From an optimization exercise on the open Yosys and OpenROAD flow, aimed at small area, a short achievable clock period and few clock cycles per item; shortcuts taken in it are not production practice.
The RTL was checked by simulation tests, not by an equivalence proof against the original design.

**flow/design.v**
```verilog
module fq_muldiv32 (
    input  wire        clk,
    input  wire        rst,
    input  wire        in_valid,
    output wire        in_ready,
    input  wire [2:0]  fn,
    input  wire [31:0] a,
    input  wire [31:0] b,
    output reg         out_valid,
    output reg  [31:0] out_result
);
    localparam FN_MUL    = 3'd0;
    localparam FN_MULH   = 3'd1;
    localparam FN_MULHU  = 3'd2;
    localparam FN_MULHSU = 3'd3;
    localparam FN_DIV    = 3'd4;
    localparam FN_DIVU   = 3'd5;
    localparam FN_REM    = 3'd6;
    localparam FN_REMU   = 3'd7;
    localparam ST_IDLE = 2'd0;
    localparam ST_DIV  = 2'd1;
    localparam ST_FIX  = 2'd2;
    reg [1:0] state;
    assign in_ready = (state == ST_IDLE);
    wire accept = in_valid && in_ready;
    wire is_div = fn[2];
    wire a_signed = (fn == FN_MULH) || (fn == FN_MULHSU);
    wire b_signed = (fn == FN_MULH);
    wire signed [32:0] ma = {a_signed & a[31], a};
    wire signed [32:0] mb = {b_signed & b[31], b};
    wire signed [65:0] prod = ma * mb;
    wire [31:0] mul_res = (fn == FN_MUL) ? prod[31:0] : prod[63:32];
    wire div_signed = (fn == FN_DIV) || (fn == FN_REM);
    wire a_neg = div_signed && a[31];
    wire b_neg = div_signed && b[31];
    wire [31:0] a_abs = a_neg ? (~a + 32'd1) : a;
    wire [31:0] b_abs = b_neg ? (~b + 32'd1) : b;
    reg [31:0] quo;         
    reg [32:0] rem;         
    reg [31:0] dvs;         
    reg [5:0]  count;
    reg        q_neg, r_neg, want_rem;
    wire [32:0] rem_sh = {rem[31:0], quo[31]};
    wire [32:0] trial  = rem_sh - {1'b0, dvs};
    wire        q_bit  = !trial[32];
    always @(posedge clk) begin
        if (rst) begin
            state     <= ST_IDLE;
            out_valid <= 1'b0;
        end else begin
            out_valid <= 1'b0;
            case (state)
                ST_IDLE: begin
                    if (accept) begin
                        if (is_div) begin
                            state <= ST_DIV;
                        end else begin
                            out_valid  <= 1'b1;
                            out_result <= mul_res;
                        end
                    end
                end
                ST_DIV: begin
                    if (count == 6'd31) state <= ST_FIX;
                end
                ST_FIX: begin
                    state      <= ST_IDLE;
                    out_valid  <= 1'b1;
                    if (want_rem)
                        out_result <= r_neg ? (~rem[31:0] + 32'd1) : rem[31:0];
                    else
                        out_result <= q_neg ? (~quo + 32'd1) : quo;
                end
                default: state <= ST_IDLE;
            endcase
        end
    end
    always @(posedge clk) begin
        if (state == ST_IDLE) begin
            if (accept && is_div) begin
                quo      <= a_abs;
                rem      <= 33'd0;
                dvs      <= b_abs;
                count    <= 6'd0;
                q_neg    <= (a_neg ^ b_neg) && (b != 32'd0);
                r_neg    <= a_neg;
                want_rem <= fn[1];
            end
        end else if (state == ST_DIV) begin
            rem   <= q_bit ? trial : rem_sh;
            quo   <= {quo[30:0], q_bit};
            count <= count + 6'd1;
        end
    end
endmodule
```
**flow/run.sh**
```bash
#!/bin/bash
# synth_recipe.tcl (not shown) runs the flow's synth.tcl, then flattens the netlist and writes it again
# the make line also repeats each setting of config.mk as NAME=value (left out here)
make -C /OpenROAD-flow-scripts/flow DESIGN_CONFIG=/design/flow/config.mk WORK_HOME=/design/flow/orfs CLKGATE_MAP_FILE= SYNTH_SCRIPT=/design/flow/synth_recipe.tcl finish
```
**flow/config.mk**
```make
export PLATFORM = sky130hd
export DESIGN_NAME = fq_muldiv32
export DESIGN_NICKNAME = fq_muldiv32
export VERILOG_FILES = /design/flow/design.v
export SDC_FILE = /design/flow/constraint.sdc
export NUM_CORES = 4
export LEC_CHECK = 0
export CAP_MARGIN = 20
export CORE_MARGIN = 2
export CORE_UTILIZATION = 40
export SLEW_MARGIN = 20
```
**flow/constraint.sdc**
```tcl
create_clock -name core_clock -period 15.0 [get_ports {clk}]
set_input_delay 3.0000 -clock core_clock [delete_from_list [all_inputs] [get_ports {clk}]]
set_output_delay 3.0000 -clock core_clock [all_outputs]
set_load 0.01 [all_outputs]
```
==> summary.txt <==
Outcome
  – Status: finished clean

Hold path
  – Hold endpoint: state[1]
  – Worst Hold Path Cells: 2
  – Min-delay worst type: reg2reg
  – Hold Startpoint: count[5]

Routing
  – Drt first pass iters: 6
  – Drc violations: 0
  – DR vias/cell: ~5.2
  – Routed len/inst: 20.4 um
  – ANT nets after route: 0
  – Drt initial violations: 2784
  – Via count: around 36000
  – Routed wire length: 143 mm

Worst setup path
  – Max incr delay on CP: around 0.74 ns
  – R2R Path Start: quo[31]
  – Worst reg2reg endpoint: rem[6]
  – Slowest CP cell: fa_1
  – Worst R2R Setup Slack: 10.48 ns
  – Endpoint class of the critical path: register
  – Startpoint types: primary input
  – Worst Path Max Fanout: 12
  – R2R depth: 13
  – CP required: approximately 15 ns
  – CP Class: in2reg
  – CP arrival: 12.28 ns

Clock tree
  – Root buf cell: clkbuf_16
  – Clock buffer depth: 2
  – Clock network latency to the later pin of the worst-skew pair: 0.44 ns
  – Post CTS Setup Buffer Count: 0
  – Number of CTS-inserted buffers: 17
  – Clock transition at the registers of the reported paths: 0.07 ns
  – Post-cts sizing count: 0
  – Hold-fix buffers at CTS: 0
  – CTS tree: yes
  – H-tree Lvls: 4
  – Sink Count: 140

Place
  – Port bufs: approximately 100
  – DP Wirelength: 112 mm
  – Routability cong.: roughly 0.92

Timing
  – Worst slew pin tran: ~1.1 ns
  – RSZ-0062 raised after global routing: no
  – Final hold violations: 0
  – Worst Clk Skew: between 0.01 and 0.015 ns
  – Period utilization: 0.806
  – Post-layout min period: 12.08 ns
  – Fin. max-slew vios: 0
  – Setup Viol. Count Final: 0
  – Max_slew headroom: 0.248
  – Fmax: slightly above 80 MHz
  – Setup_tns: 0 ns

Global route
  – Number of global-route vias before repair: 38800
  – Gr ovfl total: 0
  – Largest net degree at the start of global routing: 116
  – First-pass GRT wire length: ~230 mm
  – Gr usage total: 0.235
  – Initial antenna violation count: 4

Yosys
  – Synthesized area: 48700 sq um
  – Mean Syn Cell Area: 8.85 sq um
  – Syn. warnings: 1
  – Seq/Total Area, Yosys: 0.0858
  – Async SR Flop Fraction: 0
  – Synth top area cells: fa_1 46%, inv_1 9.5%, edfxtp_1 8.5%
  – Synth area leader: fa_1
  – Number of synthesized flops with an enable pin: 137
  – Synthesized Nets: 6942
  – Synth Instances: 5497
  – Share of the synthesized area in the top cell type: 0.463
  – Count of cell types in the netlist: 75
  – Number of synthesized register bits: 140
  – Dominant synthesized flop cell: edfxtp_1

Die
  – Placement row count: 127
  – Die area: approximately 120000 sq um
  – Die X: around 350 um
  – # IOs: around 100
  – Total core area: 120000 sq um
  – Die Ht: 353 um
  – Initial Util: 0.405

Layout
  – Most frequent cells in the layout: 1238 x inv_1, 1126 x fa_1, 962 x nand2_1
  – Most common cell after layout, fill and taps aside: inv_1
  – Fraction of final layout cells with drive strength greater than 1: 0.0313
  – Layout net count: just under 7000
  – Layout area overhead: 5.77%
  – Post-layout util: 0.428

Flow run
  – Max-cap viol count: 0
[cell usage after synthesis (21+ instances only)]
| cell | number |
|---|---|
| mux2i_1 | 36 |
| and2_1 | 312 |
| a31oi_1 | 23 |
| clkbuf_1 | 284 |
| o31ai_1 | 36 |
| fa_1 | 1126 |
| o21ai_0 | 138 |
| inv_1 | 1238 |
| ha_1 | 249 |
| nor3_1 | 42 |
| edfxtp_1 | 137 |
| a211oi_1 | 25 |
| nand2_1 | 963 |
| xnor2_1 | 125 |
| nand2b_1 | 21 |
| a21oi_1 | 153 |
| nor2_1 | 153 |
| a21o_1 | 34 |
| nand3_1 | 46 |
| buf_1 | 40 |
| xor2_1 | 82 |
[critical path: cells and delay by family]
| kind | cells | cell delay (ns) |
|---|---|---|
| compound gates | 8 | 1.87 |
| buf+inv | 9 | 1.93 |
| fa+ha+maj | 9 | 4.88 |
| simple gates | 2 | 0.61 |
[worst max-delay path by stage]
stage	from	end	depth (start not counted)
floorplan	a[31]	out_result[29]	28
global placement	fn[2]	out_result[29]	28
detailed placement	fn[2]	out_result[29]	28
CTS	fn[2]	out_result[29]	28
global route	fn[2]	out_result[29]	28
finish	fn[2]	out_result[29]	28
[per-layer routing]
| layer | vias up | track usage | wire length (um) |
|---|---|---|---|
| li1 | 16100 | - | - |
| met1 | 18900 | 0.328 | 61700 |
| met2 | 1234 | 0.392 | 68000 |
| met3 | 162 | 0.0274 | 9040 |
| met4 | 0 | 0.0579 | 3870 |
| met5 | - | 0 | 0 |
[per-stage QoR]
stage	area (sq um)	setup slack [ns]	hold slack, ns	std cells
after floorplan	48700	3.84	0.471	5497
after global placement	50900	2.52	0.577	6951
after detailed placement	50900	2.37	0.589	6951
after CTS	51400	2.85	0.595	6983
after global routing	51500	2.28	0.614	6984
final	51500	2.92	0.589	6987
[area by class of cell]
class | count | area [sq um]
clock buffers | 17 | 425
inverters | 1238 | 4650
diodes | 3 | 7.51
repair buffers | 173 | 1430
fillers | 11900 | 68800
well taps | 1612 | 2020
clock inverters | 15 | 155
flip-flops and latches | 140 | 4170
multi-input cells | 3789 | 38600
[kinds of logic after synthesis]
logic type      synth area share
fa+ha+maj                  0.527
xor+xnor                  0.0373
mux                      0.00833
compound gates            0.0673
flops                     0.0858
buf+inv                    0.121
simple gates               0.153
[state kept, by name (all words and copies together) (netlist names), 2 cells and up]
| register | flops |
|---|---|
| quo | 32 |
| state | 2 |
| rem | 32 |
| count | 6 |
| out_result | 32 |
| dvs | 32 |
Testbench counts, summed over its fixed seeds: cycles 168,824, items 12,000.

[re-timing with driven ports]
In the flow no input, the clock included, has a driving cell. The finished layout below was timed again as built, in two steps.
Step 1 sets driving cells, clkbuf_16 on the clock port and buf_2 on the other inputs (assumed; they add their load-dependent delay and slew).
Step 2 times the ports against the registers' clock, not the clock port: input delays grow and output delays shrink by t, the midpoint of the rising clock arrivals with the driver on.
Three values: ideal ports, drivers, drivers and shift; two values: the first two.
t (ns): 0.477
slack for setup (ns): 2.917 / 2.928 / 2.451
hold slack, ns: 0.589 / 0.589 / 0.589
After both steps setup and hold are still met in this run. The setup slack of this run moves by +0.011 ns with the drivers and by -0.466 ns with both steps.
